From an optimization exercise on the open Yosys and OpenROAD flow, aimed at small area, a short achievable clock period and few clock cycles per item; shortcuts taken in it are not production practice. Function was checked by simulation only, so behaviour that the tests miss may differ from the original.

[flow/run.sh]
#!/bin/bash
# synth_recipe.tcl (not shown) runs the flow's synth.tcl, then flattens the netlist and writes it again
# the make line also repeats each setting of config.mk as NAME=value (left out here)
make -C /OpenROAD-flow-scripts/flow DESIGN_CONFIG=/design/flow/config.mk WORK_HOME=/design/flow/orfs CLKGATE_MAP_FILE= SYNTH_SCRIPT=/design/flow/synth_recipe.tcl finish
[flow/config.mk]
export PLATFORM = sky130hd
export DESIGN_NAME = sha256_unit
export DESIGN_NICKNAME = sha256_unit
export VERILOG_FILES = /design/flow/design.v
export SDC_FILE = /design/flow/constraint.sdc
export NUM_CORES = 4
export LEC_CHECK = 0
export CAP_MARGIN = 20
export CORE_MARGIN = 2
export CORE_UTILIZATION = 40
export SLEW_MARGIN = 20
[flow/constraint.sdc]
create_clock -name core_clock -period 10.0 [get_ports {clk}]
set_input_delay 2.0000 -clock core_clock [delete_from_list [all_inputs] [get_ports {clk}]]
set_output_delay 2.0000 -clock core_clock [all_outputs]
set_load 0.01 [all_outputs]
[flow/design.v]
module sha256_unit (
    input  wire         clk,
    input  wire         rst,           
    input  wire         blk_valid,
    output wire         blk_ready,
    input  wire         blk_first,
    input  wire [511:0] blk_data,
    output reg          dig_valid,
    input  wire         dig_ready,
    output wire [255:0] dig_data
);
    localparam S_IDLE  = 2'd0;
    localparam S_RUN   = 2'd1;
    localparam S_FINAL = 2'd2;
    localparam [255:0] IV = {32'h6a09e667, 32'hbb67ae85, 32'h3c6ef372, 32'ha54ff53a,
                             32'h510e527f, 32'h9b05688c, 32'h1f83d9ab, 32'h5be0cd19};
    reg [1:0]   fsm;
    reg [5:0]   t;
    reg [31:0]  a, b, c, d, e, f, g, h;
    reg [511:0] w;         
    reg [255:0] hv;        
    assign dig_data  = hv;
    assign blk_ready = (fsm == S_IDLE) && !dig_valid;
    wire accept = blk_valid && blk_ready;
    function [31:0] rotr(input [31:0] x, input integer n);
        rotr = (x >> n) | (x << (32 - n));
    endfunction
    wire [31:0] wt     = w[511:480];
    wire [31:0] big_s1 = rotr(e, 6) ^ rotr(e, 11) ^ rotr(e, 25);
    wire [31:0] ch     = (e & f) ^ (~e & g);
    wire [31:0] kt;
    sha256_k u_k (.i(t), .k(kt));
    wire [31:0] t1     = h + big_s1 + ch + kt + wt;
    wire [31:0] big_s0 = rotr(a, 2) ^ rotr(a, 13) ^ rotr(a, 22);
    wire [31:0] maj    = (a & b) ^ (a & c) ^ (b & c);
    wire [31:0] t2     = big_s0 + maj;
    wire [31:0] w1  = w[479:448];
    wire [31:0] w9  = w[223:192];
    wire [31:0] w14 = w[63:32];
    wire [31:0] sm0 = rotr(w1, 7) ^ rotr(w1, 18) ^ (w1 >> 3);
    wire [31:0] sm1 = rotr(w14, 17) ^ rotr(w14, 19) ^ (w14 >> 10);
    wire [31:0] wnew = sm1 + w9 + sm0 + wt;
    always @(posedge clk) begin
        if (rst) begin
            fsm       <= S_IDLE;
            t         <= 6'd0;
            dig_valid <= 1'b0;
        end else begin
            if (dig_valid && dig_ready)
                dig_valid <= 1'b0;
            case (fsm)
                S_IDLE: begin
                    if (accept) begin
                        if (blk_first) begin
                            hv <= IV;
                            {a, b, c, d, e, f, g, h} <= IV;
                        end else begin
                            {a, b, c, d, e, f, g, h} <= hv;
                        end
                        w   <= blk_data;
                        t   <= 6'd0;
                        fsm <= S_RUN;
                    end
                end
                S_RUN: begin
                    h <= g;
                    g <= f;
                    f <= e;
                    e <= d + t1;
                    d <= c;
                    c <= b;
                    b <= a;
                    a <= t1 + t2;
                    w <= {w[479:0], wnew};
                    t <= t + 6'd1;
                    if (t == 6'd63)
                        fsm <= S_FINAL;
                end
                S_FINAL: begin
                    hv <= {hv[255:224] + a, hv[223:192] + b, hv[191:160] + c, hv[159:128] + d,
                           hv[127:96]  + e, hv[95:64]   + f, hv[63:32]   + g, hv[31:0]    + h};
                    dig_valid <= 1'b1;
                    fsm       <= S_IDLE;
                end
                default: fsm <= S_IDLE;
            endcase
        end
    end
endmodule
module sha256_k (
    input  wire [5:0]  i,
    output reg  [31:0] k
);
    always @(*) begin
        case (i)
            6'd0: k = 32'h428a2f98;
            6'd1: k = 32'h71374491;
            6'd2: k = 32'hb5c0fbcf;
            6'd3: k = 32'he9b5dba5;
            6'd4: k = 32'h3956c25b;
            6'd5: k = 32'h59f111f1;
            6'd6: k = 32'h923f82a4;
            6'd7: k = 32'hab1c5ed5;
            6'd8: k = 32'hd807aa98;
            6'd9: k = 32'h12835b01;
            6'd10: k = 32'h243185be;
            6'd11: k = 32'h550c7dc3;
            6'd12: k = 32'h72be5d74;
            6'd13: k = 32'h80deb1fe;
            6'd14: k = 32'h9bdc06a7;
            6'd15: k = 32'hc19bf174;
            6'd16: k = 32'he49b69c1;
            6'd17: k = 32'hefbe4786;
            6'd18: k = 32'h0fc19dc6;
            6'd19: k = 32'h240ca1cc;
            6'd20: k = 32'h2de92c6f;
            6'd21: k = 32'h4a7484aa;
            6'd22: k = 32'h5cb0a9dc;
            6'd23: k = 32'h76f988da;
            6'd24: k = 32'h983e5152;
            6'd25: k = 32'ha831c66d;
            6'd26: k = 32'hb00327c8;
            6'd27: k = 32'hbf597fc7;
            6'd28: k = 32'hc6e00bf3;
            6'd29: k = 32'hd5a79147;
            6'd30: k = 32'h06ca6351;
            6'd31: k = 32'h14292967;
            6'd32: k = 32'h27b70a85;
            6'd33: k = 32'h2e1b2138;
            6'd34: k = 32'h4d2c6dfc;
            6'd35: k = 32'h53380d13;
            6'd36: k = 32'h650a7354;
            6'd37: k = 32'h766a0abb;
            6'd38: k = 32'h81c2c92e;
            6'd39: k = 32'h92722c85;
            6'd40: k = 32'ha2bfe8a1;
            6'd41: k = 32'ha81a664b;
            6'd42: k = 32'hc24b8b70;
            6'd43: k = 32'hc76c51a3;
            6'd44: k = 32'hd192e819;
            6'd45: k = 32'hd6990624;
            6'd46: k = 32'hf40e3585;
            6'd47: k = 32'h106aa070;
            6'd48: k = 32'h19a4c116;
            6'd49: k = 32'h1e376c08;
            6'd50: k = 32'h2748774c;
            6'd51: k = 32'h34b0bcb5;
            6'd52: k = 32'h391c0cb3;
            6'd53: k = 32'h4ed8aa4a;
            6'd54: k = 32'h5b9cca4f;
            6'd55: k = 32'h682e6ff3;
            6'd56: k = 32'h748f82ee;
            6'd57: k = 32'h78a5636f;
            6'd58: k = 32'h84c87814;
            6'd59: k = 32'h8cc70208;
            6'd60: k = 32'h90befffa;
            6'd61: k = 32'ha4506ceb;
            6'd62: k = 32'hbef9a3f7;
            6'd63: k = 32'hc67178f2;
            default: k = 32'h0;
        endcase
    end
endmodule
==> results.txt <==
* Crit. Startpoint: e[27]$_DFFE_PP_
* Crit path DAT at 8.94 ns
* Cts hold-fix bufs at 0
* Antenna Nets Post-Route at 0
* Hold path cells at 2
* Most numerous cell on the critical path: a21oi_1
* Req. time, crit path at 10.52 ns
* Synthesized instance count at 7730
* Initial Util at 0.402
* Syn_area_per_cell at 9.27 um^2
* TritonCTS clock tree: built
* Post-synthesis mux area share at 0.00721
* Register bit total from synthesis at 1065
* R2R depth at 32
* Fmax at 119 MHz
* Syn-to-layout area delta at 19.9%
* PostCTS Resize Cnt at 0
* WL final at 284000 um
* Routed WL per cell at 26.3 um
* Root Buffer: clkbuf_16
* Global placer's final weighted congestion at 0.975
* Number of global-route vias before repair at 56530
* # DRC at 0
* Antenna violations before repair at 55
* Hold Path Class: reg -> reg
* Reg area at 31600 um^2
* Most frequent cell after synthesis: nand2_1
* # fillers at 16858
* Pin count of the biggest net entering global routing at 217
* Post-layout util at 0.482
* Die Ht at 427 um
* Top cell type by total area after synthesis: edfxtp_1
* Placed instance count at 10533
* HP Start: w[237]$_DFFE_PP_
* First-pass GRT wire length at 400000 um
* R2r endpoint: a[29]$_DFFE_PP_
* Largest family of logic cells by synthesized area: simple AND/OR/NAND/NOR gates
* Post-CTS setup buffers at 0
* Worst-margin pin slew at 1.23 ns
* H-tree levels at 4
* Reg2Reg Setup Slack at 1.57 ns
* Adder-Cell Fraction of Synth Area at 0.123
* Final hold vios at 0
* Status: complete, no violations
* CP max stage delay at 0.64 ns
* Vias per std cell at 5.54
* Setup TNS at 0 ns
* Reg2Reg Launch Point: e[27]$_DFFE_PP_
* Core Box Area at 178000 um^2
* Worst-Skew Late Latency at 0.83 ns
* Port Buffers at 774
* Crit share post-route at 0.843
* # IOs at 775
* CTS Sinks at 1065
* Xor and xnor fraction of the mapped netlist area at 0.0659
* Distinct cells, synth at 90
* DR pass1 iterations at 8
* Worst setup SP type: flip-flop
* Netlist Area Pre-Place at 71600 um^2
* Share of the synthesized area in the top cell type at 0.429
* Total of max-cap violations at 0
* TritonCTS Buffers at 134
* Vias at 59894
* Minimum clock period at 8.43 ns
* Detail Placement HPWL at 216000 um
* Slew HR at 0.180
* Die area at 182000 um^2
* Fin nets at 9415
* Crit path max fanout at 7
* Hold endpoint: w[269]$_DFFE_PP_
* Total track usage at 0.302
* Site Rows at 155
* Reg clk slew, reported paths at 0.06 ns
* Post-synthesis sequential area ratio at 0.441
* CTS Buffer Depth at 3
* Synth Area in Compound Gates at 0.134
* WS Path Type: reg -> reg
* Post-synth net total at 8831
* Ys async rst share at 0
* Crit. End Element: flip-flop
* Post-synth EDFFs at 1024
* Post-Synth Simple-Gate Area at 0.182
* Area of the multi-input gates at 36800 um^2
* Initial drt markers at 6841
* Layout cells sized above 1 at 0.0394
* Slowest CP cell: a2111oi_0
* RSZ-0062 raised after global routing: false
* Synth Flop Type: edfxtp_1
* GRT overflow at 0
* Area contributors post-synth: edfxtp_1 (43%), nand2_1 (11%), ha_1 (6.8%)
* Warnings, synthesis at 2
* Synth cell count leaders: nand2_1 (2119), edfxtp_1 (1024), o21ai_0 (528)
* Final Max Slew Viols at 0
* Fin Clk Skew at 0.0415 ns
* Die X at 427 um
* Fin cells at 10803
* Final setup fails at 0
## layout make-up
type,count,area share
multi-input cells,5778,0.429
flip-flops and latches,1065,0.368
repair buffers,821,0.0960
clock buffers,160,0.0405
well taps,2355,0.0343
inverters,514,0.0225
clock inverters,79,0.00952
diodes,31,0.000904
## metrics by stage
step                cell area, um^2  hold WS, ns  worst slack, ns
floorplan                     71700        0.442            -4.03
global placement              81500        0.476             1.72
detailed placement            81500        0.472             1.64
CTS                           85800        0.492             1.58
global route                  85800        0.508            0.850
finish                        85900        0.490             1.57
## kinds of logic after synthesis
| logic type | Yosys count |
|---|---|
| XOR/XNOR | 536 |
| AO/OA/AOI/OAI | 1540 |
| multiplexers | 48 |
| AND/OR/NAND/NOR | 3067 |
| flip-flops | 1065 |
| buffers and inverters | 887 |
| adder cells (fa/ha/maj) | 587 |
## per-layer routing
layer | track usage | wire [um] | up-vias
li1 | - | - | 27817
met1 | 0.423 | 123000 | 29134
met2 | 0.466 | 129000 | 2528
met3 | 0.0516 | 21400 | 399
met4 | 0.112 | 10900 | 16
met5 | 0 | 103 | -
## how the worst max path moves through the flow
stage                           end  depth (start not counted)
floorplan            a[0]$_DFFE_PP_                          3
global placement    a[29]$_DFFE_PP_                         32
detailed placement  a[29]$_DFFE_PP_                         32
CTS                 a[29]$_DFFE_PP_                         32
global route        a[29]$_DFFE_PP_                         32
finish              a[29]$_DFFE_PP_                         32
## sequential cells by signal (all words and copies together) (netlist names)
signal and count:
t 6, d 32, c 32, dig_valid 1, kt 32, h 32, e 32, hv 256
b 32, a 32, w 512, g 32, fsm 2, f 32
## worst max-delay path, delay by kind of cell (launching register included)
kind | cells | cell delay, ns
compound gates | 17 | 3.73
fa+ha+maj | 6 | 2.58
xor+xnor | 3 | 0.75
flops | 1 | 0.56
simple gates | 2 | 0.26
buf+inv | 4 | 0.25
## cell usage in the layout (no fill, tap or decap), types with 19 or more instances in the layout
master              n
and3_1             31
clkdlybuf4s50_1   773
a21oi_1           337
fa_1              195
nor2b_1            59
dfxtp_1            41
o31ai_1            40
nand4_1            28
mux2i_1            19
o22ai_1            21
nand2_1          2116
or3_1              20
o211ai_1           43
xor2_1            235
a21o_1            182
nand3b_1          124
and2_1             22
a211oi_1           60
nand2b_1           63
nand3_1            78
xnor2_1           299
clkbuf_16         135
clkinv_1           26
nor2_1            333
o21ai_0           526
clkbuf_1           23
o21bai_1           35
edfxtp_1         1024
mux2_2             29
o21a_1             56
or2_2              21
inv_1             511
nor3_1            106
buf_4              36
diode_2            31
ha_1              389
a31oi_1            45
Testbench counts, summed over its fixed seeds: cycles 64,320, blocks 960.

[separate check: timing with driven ports]
No port has a modelled driver above. Below, the same layout with a new extraction and two added sets of constraints. Step 1: set_driving_cell puts a clkbuf_16 on clk and a buf_2 on each other input, an assumption about the parent block. Step 2 also shifts input and output timing later by t, the mid clock arrival at the registers, as if the neighbouring blocks saw the same clock. Three values: ideal ports, drivers, drivers and shift; two values: the first two.
t, ns: 0.895
setup slack, ns: 1.572 / 1.572 / 1.572
cell pins on the clock port's net: 1
After both steps setup and hold are still met in this run. The setup slack of this run moves by 0.000 ns with the drivers and by 0.000 ns with both steps.
